This design comes from an exercise in tuning for small area on the open sky130 flow, not from production work. Only simulation tests tie the RTL to the original design; equivalence was not proved. No activity file was given, so power comes from the tool's default toggle rates.

File: run.sh
#!/bin/bash
# synth_recipe.tcl (not shown) runs the flow's synth.tcl, then flattens the netlist and writes it again
# the make line also repeats each setting of config.mk as NAME=value (left out here)
make -C /OpenROAD-flow-scripts/flow DESIGN_CONFIG=/design/flow/config.mk WORK_HOME=/design/flow/orfs CLKGATE_MAP_FILE= SYNTH_SCRIPT=/design/flow/synth_recipe.tcl finish
File: config.mk
export PLATFORM = sky130hd
export DESIGN_NAME = pc_decim
export DESIGN_NICKNAME = pc_decim
export VERILOG_FILES = /design/flow/design.v
export SDC_FILE = /design/flow/constraint.sdc
export NUM_CORES = 4
export LEC_CHECK = 0
export ABC_AREA = 1
export CAP_MARGIN = 20
export CORE_MARGIN = 2
export CORE_UTILIZATION = 50
export CTS_BUF_LIST = sky130_fd_sc_hd__clkbuf_4 sky130_fd_sc_hd__clkbuf_8
export CTS_CLUSTER_SIZE = 30
export PLACE_DENSITY = 0.65
export SLEW_MARGIN = 20
File: constraint.sdc
create_clock -name core_clock -period 25.0 [get_ports {clk}]
set_input_delay 5.0000 -clock core_clock [delete_from_list [all_inputs] [get_ports {clk}]]
set_output_delay 5.0000 -clock core_clock [all_outputs]
set_load 0.01 [all_outputs]
File: design.v
module pc_decim (
    input  wire         clk,
    input  wire         rst,
    input  wire         cfg_we,
    input  wire [1:0]   cfg_ch,
    input  wire [31:0]  cfg_data,
    input  wire         mod_tick,
    input  wire [3:0]   mod_bits,
    output wire [3:0]   pc_valid,
    output wire [3:0]   pc_settled,
    output wire [127:0] pc_word
);
    reg [1:0] ph;
    always @(posedge clk)
        if (rst) ph <= 2'd0;
        else     ph <= ph + 2'd1;
    wire [1:0] new_order = cfg_data[26:25];
    wire [3:0] new_l2osr = cfg_data[24:21];
    wire       cfg_ok    = (new_order != 2'b11) && (new_l2osr >= 4'd4) && (new_l2osr <= 4'd12);
    wire [2:0] new_n     = {1'b0, new_order} + 3'd3;
    wire [5:0] new_s     = 6'd60 - new_n * new_l2osr;
    wire [15:0] sd   [0:3];
    wire [3:0]  zf, lastb, clsf, rawf, alignf, ofsf;
    wire [1:0]  ordf [0:3];
    wire [5:0]  sf   [0:3];
    wire [2:0]  nsf  [0:3];
    genvar c;
    generate
        for (c = 0; c < 4; c = c + 1) begin : g_ch
            wire [1:0] dg = ph - c;
            pc_decim_chan u_chan (
                .clk      (clk),
                .rst      (rst),
                .dig      (dg),
                .cfg_we   (cfg_we && (cfg_ch == c)),
                .cfg_ok   (cfg_ok),
                .cfg_data (cfg_data),
                .new_s    (new_s),
                .mod_tick (mod_tick),
                .mod_bit  (mod_bits[c]),
                .sd       (sd[c]),
                .zero     (zf[c]),
                .lastbit  (lastb[c]),
                .cls      (clsf[c]),
                .raw      (rawf[c]),
                .align    (alignf[c]),
                .ofsbin   (ofsf[c]),
                .order    (ordf[c]),
                .s        (sf[c]),
                .nsamp    (nsf[c])
            );
            assign pc_valid[c] = clsf[c] && (dg == 2'd3);
        end
    endgenerate
    wire [1:0]  c2 = ph - 2'd2;
    reg  [10:0] cap;
    always @(posedge clk) cap <= sd[c2][15:5];
    wire [1:0]  f     = ph + 2'd1;
    wire [23:0] t24   = {sd[f][12:0], cap};
    wire [5:0]  s_f   = sf[f];
    wire [3:0]  sh    = (s_f > 6'd37) ? (s_f[3:0] - 4'd5) : 4'd0;    
    wire        clamp = lastb[f] && zf[f] && (t24 == 24'h800000);
    wire [23:0] t24c  = clamp ? (24'h7fffff & (24'hffffff << sh)) : t24;
    wire        raw   = rawf[f];
    wire        ofsr  = raw && ofsf[f];
    wire [23:0] x     = {t24c[23] ^ ofsr, t24c[22:0]};
    wire        fill  = !ofsr && x[23];
    wire [47:0] xs    = {{24{fill}}, x} >> sh;
    assign pc_word    = {4{(raw && alignf[f]) ? {x, 8'd0} : {{8{fill}}, xs[23:0]}}};
    assign pc_settled = {4{nsf[f] > ({1'b0, ordf[f]} + 3'd3)}};
endmodule
module pc_decim_chan (
    input  wire        clk,
    input  wire        rst,
    input  wire [1:0]  dig,         
    input  wire        cfg_we,
    input  wire        cfg_ok,
    input  wire [31:0] cfg_data,
    input  wire [5:0]  new_s,
    input  wire        mod_tick,
    input  wire        mod_bit,
    output wire [15:0] sd,          
    output reg         zero,        
    output reg         lastbit,     
    output reg         cls,         
    output reg         raw,
    output reg         align,
    output reg         ofsbin,
    output reg  [1:0]  order,
    output reg  [5:0]  s,           
    output reg  [2:0]  nsamp        
);
    reg        en;
    reg [3:0]  l2osr;
    wire [1:0] new_order = cfg_data[26:25];
    wire [3:0] new_l2osr = cfg_data[24:21];
    wire       restart   = cfg_we && cfg_ok && cfg_data[31] &&
                           (!en || (new_order != order) || (new_l2osr != l2osr));
    always @(posedge clk) begin
        if (rst)
            en <= 1'b0;
        else if (cfg_we && cfg_ok)
            en <= cfg_data[31];
        if (cfg_we && cfg_ok) begin
            raw    <= cfg_data[30];
            align  <= cfg_data[29];
            ofsbin <= cfg_data[28];
            order  <= new_order;
            l2osr  <= new_l2osr;
            s      <= new_s;
        end
    end
    reg  [11:0] phase;
    wire [11:0] pmask = ~(12'hfff << l2osr);
    wire        wlast = &(phase | ~pmask);
    wire        tick  = mod_tick && en && !restart;
    always @(posedge clk) begin
        if (restart) begin
            phase <= 12'd0;
            nsamp <= 3'd0;
        end else if (tick) begin
            phase <= wlast ? 12'd0 : phase + 12'd1;
            if (wlast && nsamp != 3'd6)
                nsamp <= nsamp + 3'd1;
        end
    end
    reg pend, pbit, pcls, clrp, act, clr;
    always @(posedge clk) begin
        if (rst) begin
            pend <= 1'b0;
            clrp <= 1'b0;
            act  <= 1'b0;
            cls  <= 1'b0;
            clr  <= 1'b0;
        end else if (dig == 2'd3) begin
            act     <= pend | tick;
            lastbit <= tick ? mod_bit : pbit;
            cls     <= tick ? wlast : (pend & pcls);
            clr     <= clrp | restart;
            pend    <= 1'b0;
            clrp    <= 1'b0;
        end else begin
            if (tick) begin
                pend <= 1'b1;
                pbit <= mod_bit;
                pcls <= wlast;
            end
            if (restart)
                clrp <= 1'b1;
        end
    end
    reg dump;
    always @(posedge clk)
        if (dig == 2'd3) dump <= cls;
    reg [63:0] g1, g2, g3, g4, dd, nc1, nc2, nc3, nc4;
    wire        z3 = clr || (order == 2'd0);
    wire        z4 = clr || (order != 2'd2);
    wire        o3 = (order == 2'd0);
    wire        o4 = (order != 2'd2);
    wire [15:0] o_g1 = clr ? 16'd0 : g1[15:0];
    wire [15:0] o_g2 = clr ? 16'd0 : g2[15:0];
    wire [15:0] o_g3 = z3  ? 16'd0 : g3[15:0];
    wire [15:0] o_g4 = z4  ? 16'd0 : g4[15:0];
    wire [15:0] o_dd = (clr || dump) ? 16'd0 : dd[15:0];
    wire [15:0] m_c3 = o3 ? 16'hffff : nc3[15:0];
    wire [15:0] m_c4 = o4 ? 16'hffff : nc4[15:0];
    wire        d0  = (dig == 2'd0);
    wire        eqd = (dig == s[5:4]);
    wire        gtd = (dig > s[5:4]);
    reg  [15:0] inp;
    integer l;
    always @* begin
        for (l = 0; l < 16; l = l + 1)
            inp[l] = act && (lastbit ? (eqd && (l == s[3:0]))
                                     : (gtd || (eqd && (l >= s[3:0]))));
    end
    reg  [8:0]  cy;      
    wire [8:0]  ci = d0 ? 9'b111100000 : cy;
    wire [8:0]  co;
    wire [15:0] n_g1, n_g2, n_g3, n_g4, n_dd, y1, y2, y3, y4;
    pc_decim_add u_g1 (.a(o_g1), .b(inp),                .ci(ci[0]), .s(n_g1), .co(co[0]));
    pc_decim_add u_g2 (.a(o_g2), .b(act ? n_g1 : 16'd0), .ci(ci[1]), .s(n_g2), .co(co[1]));
    pc_decim_add u_g3 (.a(o_g3), .b(act ? n_g2 : 16'd0), .ci(ci[2]), .s(n_g3), .co(co[2]));
    pc_decim_add u_g4 (.a(o_g4), .b(act ? n_g3 : 16'd0), .ci(ci[3]), .s(n_g4), .co(co[3]));
    pc_decim_add u_dd (.a(o_dd), .b(act ? n_g4 : 16'd0), .ci(ci[4]), .s(n_dd), .co(co[4]));
    pc_decim_add u_y1 (.a(n_dd), .b(nc1[15:0]),          .ci(ci[5]), .s(y1),   .co(co[5]));
    pc_decim_add u_y2 (.a(y1),   .b(nc2[15:0]),          .ci(ci[6]), .s(y2),   .co(co[6]));
    pc_decim_add u_y3 (.a(y2),   .b(m_c3),               .ci(ci[7]), .s(y3),   .co(co[7]));
    pc_decim_add u_y4 (.a(y3),   .b(m_c4),               .ci(ci[8]), .s(y4),   .co(co[8]));
    assign sd = y4;
    wire [15:0] w_c1 = cls ? ~n_dd : (nc1[15:0] | {16{clr}});
    wire [15:0] w_c2 = cls ? ~y1   : (nc2[15:0] | {16{clr}});
    wire [15:0] w_c3 = cls ? ~y2   : (nc3[15:0] | {16{clr}});
    wire [15:0] w_c4 = cls ? ~y3   : (nc4[15:0] | {16{clr}});
    always @(posedge clk) begin
        cy  <= co;
        g1  <= {n_g1, g1[63:16]};
        g2  <= {n_g2, g2[63:16]};
        g3  <= {n_g3, g3[63:16]};
        g4  <= {n_g4, g4[63:16]};
        dd  <= {n_dd, dd[63:16]};
        nc1 <= {w_c1, nc1[63:16]};
        nc2 <= {w_c2, nc2[63:16]};
        nc3 <= {w_c3, nc3[63:16]};
        nc4 <= {w_c4, nc4[63:16]};
        zero <= (d0 | zero) & ((dig == 2'd2) ? (sd[4:0] == 5'd0) : (sd == 16'd0));
    end
endmodule
module pc_decim_add (
    input  wire [15:0] a,
    input  wire [15:0] b,
    input  wire        ci,
    output wire [15:0] s,
    output wire        co
);
    wire [16:0] c;
    assign c[0] = ci;
    genvar i;
    generate
        for (i = 0; i < 16; i = i + 1) begin : g_bit
            assign s[i]   = a[i] ^ b[i] ^ c[i];
            assign c[i+1] = (a[i] & b[i]) | (c[i] & (a[i] ^ b[i]));
        end
    endgenerate
    assign co = c[16];
endmodule
==> impl_metrics.tcl, run 1 <==
set metrics [dict create \
    status "timing/DRC/antenna clean" \
    netlist_area_mm2 0.0802 \
    overflow 0 \
    portBuffers 155 \
    min_path_type "flop to flop" \
    rsz0062_at_grt "false" \
    vias 45415 \
    cts_resized 0 \
    crit_required_ns 20.00 \
    min_to "g_ch[2].u_chan.g3[12]$_DFF_P_" \
    ys_seq_area_share_pct 63.8 \
    design_area_mm2 0.0917 \
    arrival_ns 18.07 \
    synth_cells 6935 \
    synth_flop_cell "dfxtp_1" \
    setup_viol 0 \
    grt_start_max_net_pins 57 \
    ys_types 59 \
    dr.pass1.iters 6 \
    finalClockSkew_ns 0.108 \
    first_global_vias 47629 \
    leakage_nw 39.6 \
    final_cell_mix "2433 x dfxtp_1, 1194 x nand2_1, 913 x inv_1, 578 x fa_1, 501 x clkbuf_8" \
    fmax_mhz 43.3 \
    synth-edff-count 76 \
    min_delay_path_depth 0 \
    mostFrequentLayoutCell "dfxtp_1" \
    antenna_left 0 \
    fin_crit_ns 23.07 \
    hold_slack_ns 0.256 \
    die_y_um 404 \
    cp_max_fo 14 \
    fin_setup_tns_ns 0 \
    ctsHoldBuffers 0 \
    io_pins 178 \
    syn_nets 7598 \
    numCtsBuffers 391 \
    critPathSlowestCell "dfxtp_1" \
    clk_latency_ns 1.06 \
    dp.cells 8917 \
    layout.nets 7902 \
    max_cap_viol_count 0 \
    place_area_mm2 0.0832 \
    cp_slowest_stage_delay_ns 0.68 \
    place_ws_ns 2.93 \
    async_reset_ff_share_pct 0 \
    wire_per_inst_um 16.3 \
    cts_tree "done" \
    final-max-slew-violation-count 0 \
    fill_cells 12870 \
    clock_sinks 2517 \
    yosysWarningCount 2 \
    antenna_found_initial 9 \
    hold_viol 0 \
    maxSlewHeadroom_pct 37.4 \
    peakVddDrop_mv 0.0740 \
    grt_use_total_pct 19.6 \
    drtIter0Drc 2872 \
    fin_cells 9609 \
    root_buffer "clkbuf_8" \
    core-area_mm2 0.159 \
    cpMostUsedCell "fa_1" \
    r2r_start "ph[0]$_SDFF_PP0_" \
    clock_path_buffers 4 \
    cts_setup_buffers 0 \
    synth-seq-cells 2517 \
    gp_congestion 0.893 \
    rr_worst_depth 47 \
    initial_core_util_pct 50.5 \
    cpLargestDelayFamily "adder cells" \
    fin_total_pwr_mw 10.0 \
    grt_pass1_wl_um 255000 \
    cp_num_buf_inv 11 \
    drive_above_1_share_pct 10.7 \
    syn_area_per_cell_um2 11.6 \
    routed_wl_um 157000 \
    path_class "flop to output pin" \
    dp_hpwl_um 107000 \
    regToRegEndpoint "cap[10]$_DFF_P_" \
    crit_path_start_kind "flop" \
    reg2reg_slack_ns 9.02 \
    htree_levels 5 \
    worst-slew-pin-transition_ns 0.936 \
    drc 0 \
    clk_pin_slew_worst_paths_ns 0.06 \
    fin_crit_sh_pct 92.3 \
    final_util_pct 57.7 \
    endpoint_kind "output pin" \
    rows 146 \
    min-delay-start "g_ch[2].u_chan.g3[28]$_DFF_P_" \
    synthToLayoutAreaGrowth_pct 14.3 \
    power_density_mw_per_mm2 109 \
    post_drt_via_cell_ratio 4.73 \
    die_w_um 404 \
    layout_setup_ws_ns 1.93 \
    dieArea_mm2 0.164 \
]
-- flip-flops by register name, indices dropped and copies added (netlist names), 24 cells and up --
signal	flops
g_ch.u_chan.s	24
g_ch.u_chan.cy	36
g_ch.u_chan.g3	256
g_ch.u_chan.phase	48
g_ch.u_chan.nc2	256
g_ch.u_chan.nc1	256
g_ch.u_chan.g1	256
g_ch.u_chan.nc3	256
g_ch.u_chan.dd	256
g_ch.u_chan.g2	256
g_ch.u_chan.nc4	256
g_ch.u_chan.g4	256
-- routing by layer --
metal	global-route usage (%)	part of all wire, %
met1	27.7	47
met2	30.2	45
met3	3.64	5.2
met4	7.38	2.9
met5	0	0.017
-- worst register-to-register path: cells and delay by family, from the launching register on --
family | cells | cell delay, ns
DFF | 1 | 0.68
AOI/OAI and AO/OA | 4 | 0.71
adders and majority gates | 26 | 12.16
and+or+nand+nor | 7 | 1.16
buffers and inverters | 10 | 1.14
-- area by class of cell --
class                   count  area (µm²)  area share [%]
clock inverters            64         664           0.725
multi-input cells        3191       24000            26.2
clock buffers             618        7770            8.48
repair buffers            207        1950            2.12
flip-flops and latches   2517       51200            55.8
diodes                      9        22.5          0.0246
inverters                 931        3490            3.81
well taps                2072        2590            2.83
-- where the power goes --
| part | internal, mW | switching, mW | total, mW |
|---|---|---|---|
| combinational | 0.766 | 1.18 | 1.95 |
| sequential | 4.34 | 0.104 | 4.45 |
| clock | 2.09 | 1.51 | 3.60 |
| total | 7.20 | 2.80 | 10.0 |
-- worst max-delay path by stage --
stage,startpoint,to,cells past startpoint
6_report,ph[0]$_SDFF_PP0_,pc_word[113],56
5_1_grt,ph[0]$_SDFF_PP0_,pc_word[17],56
4_1_cts,ph[0]$_SDFF_PP0_,pc_word[113],56
3_5_place_dp,ph[0]$_SDFF_PP0_,pc_word[113],56
3_3_place_gp,ph[0]$_SDFF_PP0_,pc_word[49],56
2_1_floorplan,ph[0]$_SDFF_PP0_,pc_word[115],56
-- kinds of logic (layout without fill, tap and decap cells) --
family	count (synthesis)	after routing	synth area share, %
other	0	9	0
buffers and inverters	1227	1820	6.31
DFF	2517	2517	63.8
and+or+nand+nor	1854	1854	9.40
xor gates and xnor gates	21	21	0.229
adders and majority gates	621	621	15.1
AOI/OAI and AO/OA	695	695	5.17
-- cells in the mapped netlist (7+ instances only) --
cell      number  area, µm²
nor3_1        46        230
o21ai_2       11       96.3
xor2_1        10       87.6
buf_2         22        110
xnor2_1       11       96.3
a31oi_1        9       56.3
clkinv_1       7       26.3
dfxtp_1     2441      48900
o211ai_1      28        210
o21ai_0      301       1510
a21oi_1      120        601
ha_1          43        538
edfxtp_1      76       2280
a22oi_1      120        901
a221oi_1      14        123
o22ai_1       38        238
clkbuf_1     148        556
or2_2         14       87.6
nand2_1     1194       4480
inv_2         11       41.3
fa_1         578      11600
nor4_1        11       68.8
nand3_1      177        886
nor3b_1       12       90.1
buf_4        106        796
nor2_1       351       1320
inv_1        913       3430
buf_1         16       60.1
nand4_1       18        113
o21ai_1       16       80.1
==> run 2: changes to the inputs <==
--- a/config.mk
+++ b/config.mk
@@ -10,6 +10,4 @@
 export CORE_MARGIN = 2
 export CORE_UTILIZATION = 50
-export CTS_BUF_LIST = sky130_fd_sc_hd__clkbuf_4 sky130_fd_sc_hd__clkbuf_8
-export CTS_CLUSTER_SIZE = 30
 export PLACE_DENSITY = 0.65
 export SLEW_MARGIN = 20
==> run 2 against run 1 <==
Largest cell class unchanged. Core utilization fell by 0.25 points. Critical path depth stayed put. Final cell count decreased by 2.7%. Wire length decreased by 0.42%. Still clean on timing, DRC and antenna. Flip-flop and latch count stayed put. Worst hold slack improved by 0.026 ns. Sequential share of layout area is 0.24 points higher. Die area stayed put.
==> impl_metrics.tcl, run 2 <==
set metrics [dict create \
    cp_slowest_stage_delay_ns 0.68 \
    synth-seq-cells 2517 \
    yosys-top-cells-count "2441 x dfxtp_1, 1194 x nand2_1, 913 x inv_1" \
    htree_levels 4 \
    yosysWarningCount 2 \
    regToRegEndpoint "cap[10]$_DFF_P_" \
    crit_path_start_kind "flop" \
    min_delay_path_depth 0 \
    syn_area_per_cell_um2 11.6 \
    clock_sinks 2517 \
    arrival_ns 17.85 \
    numCtsBuffers 230 \
    clk_pin_slew_worst_paths_ns 0.06 \
    final-max-slew-violation-count 0 \
    worst-slew-pin-transition_ns 0.943 \
    synthToLayoutAreaGrowth_pct 13.8 \
    ys_top_cells_by_area "dfxtp_1 61%, fa_1 14%, nand2_1 5.6%, inv_1 4.3%, edfxtp_1 2.8%" \
    clk_latency_ns 0.87 \
    ctsHoldBuffers 0 \
    initial_core_util_pct 50.5 \
    rr_worst_depth 47 \
    rsz0062_at_grt "false" \
    drc 0 \
    ys_seq_area_share_pct 63.8 \
    syn_nets 7598 \
    synth_top_area_share_pct 60.9 \
    min-delay-start "g_ch[1].u_chan.g4[52]$_DFF_P_" \
    maxSlewHeadroom_pct 37.0 \
    async_reset_ff_share_pct 0 \
    grt_use_total_pct 19.5 \
    antenna_left 0 \
    yosys.area.top_type "dfxtp_1" \
    peakVddDrop_mv 0.0887 \
    finalClockSkew_ns 0.0617 \
    cts_setup_buffers 0 \
    final_cell_mix "2433 x dfxtp_1, 1194 x nand2_1, 913 x inv_1, 578 x fa_1, 347 x nor2_1" \
    min_path_type "flop to flop" \
    reg2reg_slack_ns 9.04 \
    die_y_um 404 \
    core-area_mm2 0.159 \
    dp_hpwl_um 107000 \
    gp_congestion 0.893 \
    max_cap_viol_count 0 \
    portBuffers 155 \
    io_pins 178 \
    r2r_start "ph[0]$_SDFF_PP0_" \
    status "timing/DRC/antenna clean" \
    synth-edff-count 76 \
    first_global_vias 46514 \
    antenna_found_initial 7 \
    drtIter0Drc 2881 \
    ys_types 59 \
    overflow 0 \
    leakage_nw 39.1 \
    cpMostUsedCell "fa_1" \
    grt_pass1_wl_um 253000 \
    netlist_area_mm2 0.0802 \
    root_buffer "clkbuf_16" \
    mostFrequentLayoutCell "dfxtp_1" \
    synth_flop_cell "dfxtp_1" \
    grt_start_max_net_pins 57 \
    cts_tree "done" \
    synth_most_common_cell "dfxtp_1" \
    dieArea_mm2 0.164 \
    clock_path_buffers 3 \
    fin_total_pwr_mw 9.98 \
    cp_max_fo 14 \
    fmax_mhz 43.8 \
    path_class "flop to output pin" \
    setup_viol 0 \
    rows 146 \
    cts_resized 0 \
    min_to "g_ch[1].u_chan.g4[36]$_DFF_P_" \
    layout.nets 7741 \
    fin_setup_tns_ns 0 \
    fin_crit_ns 22.85 \
    endpoint_kind "output pin" \
    fin_crit_sh_pct 91.4 \
    vias 44504 \
    die_w_um 404 \
    wire_per_inst_um 16.7 \
    critPathSlowestCell "dfxtp_1" \
    hold_viol 0 \
    routed_wl_um 156000 \
    synth_cells 6935 \
    dr.pass1.iters 6 \
    power_density_mw_per_mm2 109 \
    crit_required_ns 20.00 \
    drive_above_1_share_pct 7.03 \
    post_drt_via_cell_ratio 4.76 \
    hold_slack_ns 0.282 \
    fill_cells 12903 \
]
==> run 2: final cells by class <==
type	instances	area [µm²]	share of cell area, %
Antenna cell	3	7.51	0.00823
Sequential cell	2517	51200	56.1
Clock buffer	341	6920	7.58
Clock inverter	86	1140	1.25
Tap cell	2072	2590	2.84
Multi-Input combinational cell	3191	24000	26.3
Timing Repair Buffer	207	1950	2.13
Inverter	931	3490	3.83
==> run 2: logic make-up (layout without fill, tap and decap cells) <==
kind of cell | count (synthesis) | count (layout) | synth area share, %
adders and majority gates | 621 | 621 | 15.1
and+or+nand+nor | 1854 | 1854 | 9.40
buffers and inverters | 1227 | 1565 | 6.31
DFF | 2517 | 2517 | 63.8
AOI/OAI and AO/OA | 695 | 695 | 5.17
xor gates and xnor gates | 21 | 21 | 0.229
other | 0 | 3 | 0
==> run 2: per-layer routing <==
| layer | vias up | GRT usage (%) | part of all wire (%) |
|---|---|---|---|
| met2 | 941 | 30.5 | 45 |
| met1 | 21725 | 27.8 | 47 |
| met3 | 280 | 3.35 | 4.7 |
| met4 | 4 | 6.25 | 2.6 |
| met5 | - | 0 | 0.017 |
| li1 | 21554 | - | - |
==> run 2: through the flow <==
stage	std cells	area, µm²	utilization (%)	setup WS [ns]
2_1_floorplan	6935	80200	-	5.48
3_3_place_gp	8917	83200	52.4	3.00
3_5_place_dp	8917	83200	52.4	2.93
4_1_cts	9344	91200	57.5	1.94
5_1_grt	9345	91300	57.5	0.989
6_report	9348	91300	57.5	2.15
==> run 2: worst max-delay path by stage <==
stage,start,end,depth (start not counted),slack [ns]
final,ph[0]$_SDFF_PP0_,pc_word[113],56,2.15
after global routing,ph[0]$_SDFF_PP0_,pc_word[17],56,0.99
after detailed placement,ph[0]$_SDFF_PP0_,pc_word[113],56,2.93
after CTS,ph[0]$_SDFF_PP0_,pc_word[113],56,1.94
after global placement,ph[0]$_SDFF_PP0_,pc_word[49],56,3.00
after floorplan,ph[0]$_SDFF_PP0_,pc_word[115],56,5.48
==> run 2: critical path, delay by kind of cell (launching register included) <==
family	cells	cell delay [ns]
adders and majority gates	24	11.18
DFF	1	0.68
and+or+nand+nor	15	2.26
AOI/OAI and AO/OA	6	1.17
buffers and inverters	11	1.66
==> run 2: report_power, final <==
part	switching, mW	internal [mW]	leakage (nW)	total [mW]
logic	1.18	0.765	14.5	1.95
clock network	1.52	2.07	3.95	3.58
registers	0.104	4.34	20.6	4.45
total	2.80	7.17	39.1	9.98

## re-timing with driven ports
The flow's constraints put no driver on any port. The routed layouts listed below were extracted and timed again, unchanged, in two steps. Step 1 (the two cells are an assumption about what drives the block):
set clk [get_ports {clk}]
set_driving_cell -lib_cell sky130_fd_sc_hd__clkbuf_16 $clk
set_driving_cell -lib_cell sky130_fd_sc_hd__buf_2 [delete_from_list [all_inputs] $clk]
Step 2 adds t to the input delays and takes it off the output delays; t is the mean of the earliest and latest rising clock arrival at the registers after step 1. Input paths then give back, and output paths get back, about the clock's delay inside the block. Slacks: ideal / step 1 / step 2; pairs: ideal / step 1.
run	shift t [ns]	setup WS [ns]	worst setup path after step 2	latest minus earliest clock arrival (ns)	worst register clock-pin slew, ns
run 1	1.086	1.930 / 1.853 / 2.939	register to output	0.115 / 0.115	0.07 / 0.07
run 2	0.924	2.151 / 2.071 / 2.995	register to output	0.063 / 0.062	0.07 / 0.07
After both steps every run listed still meets setup and hold.
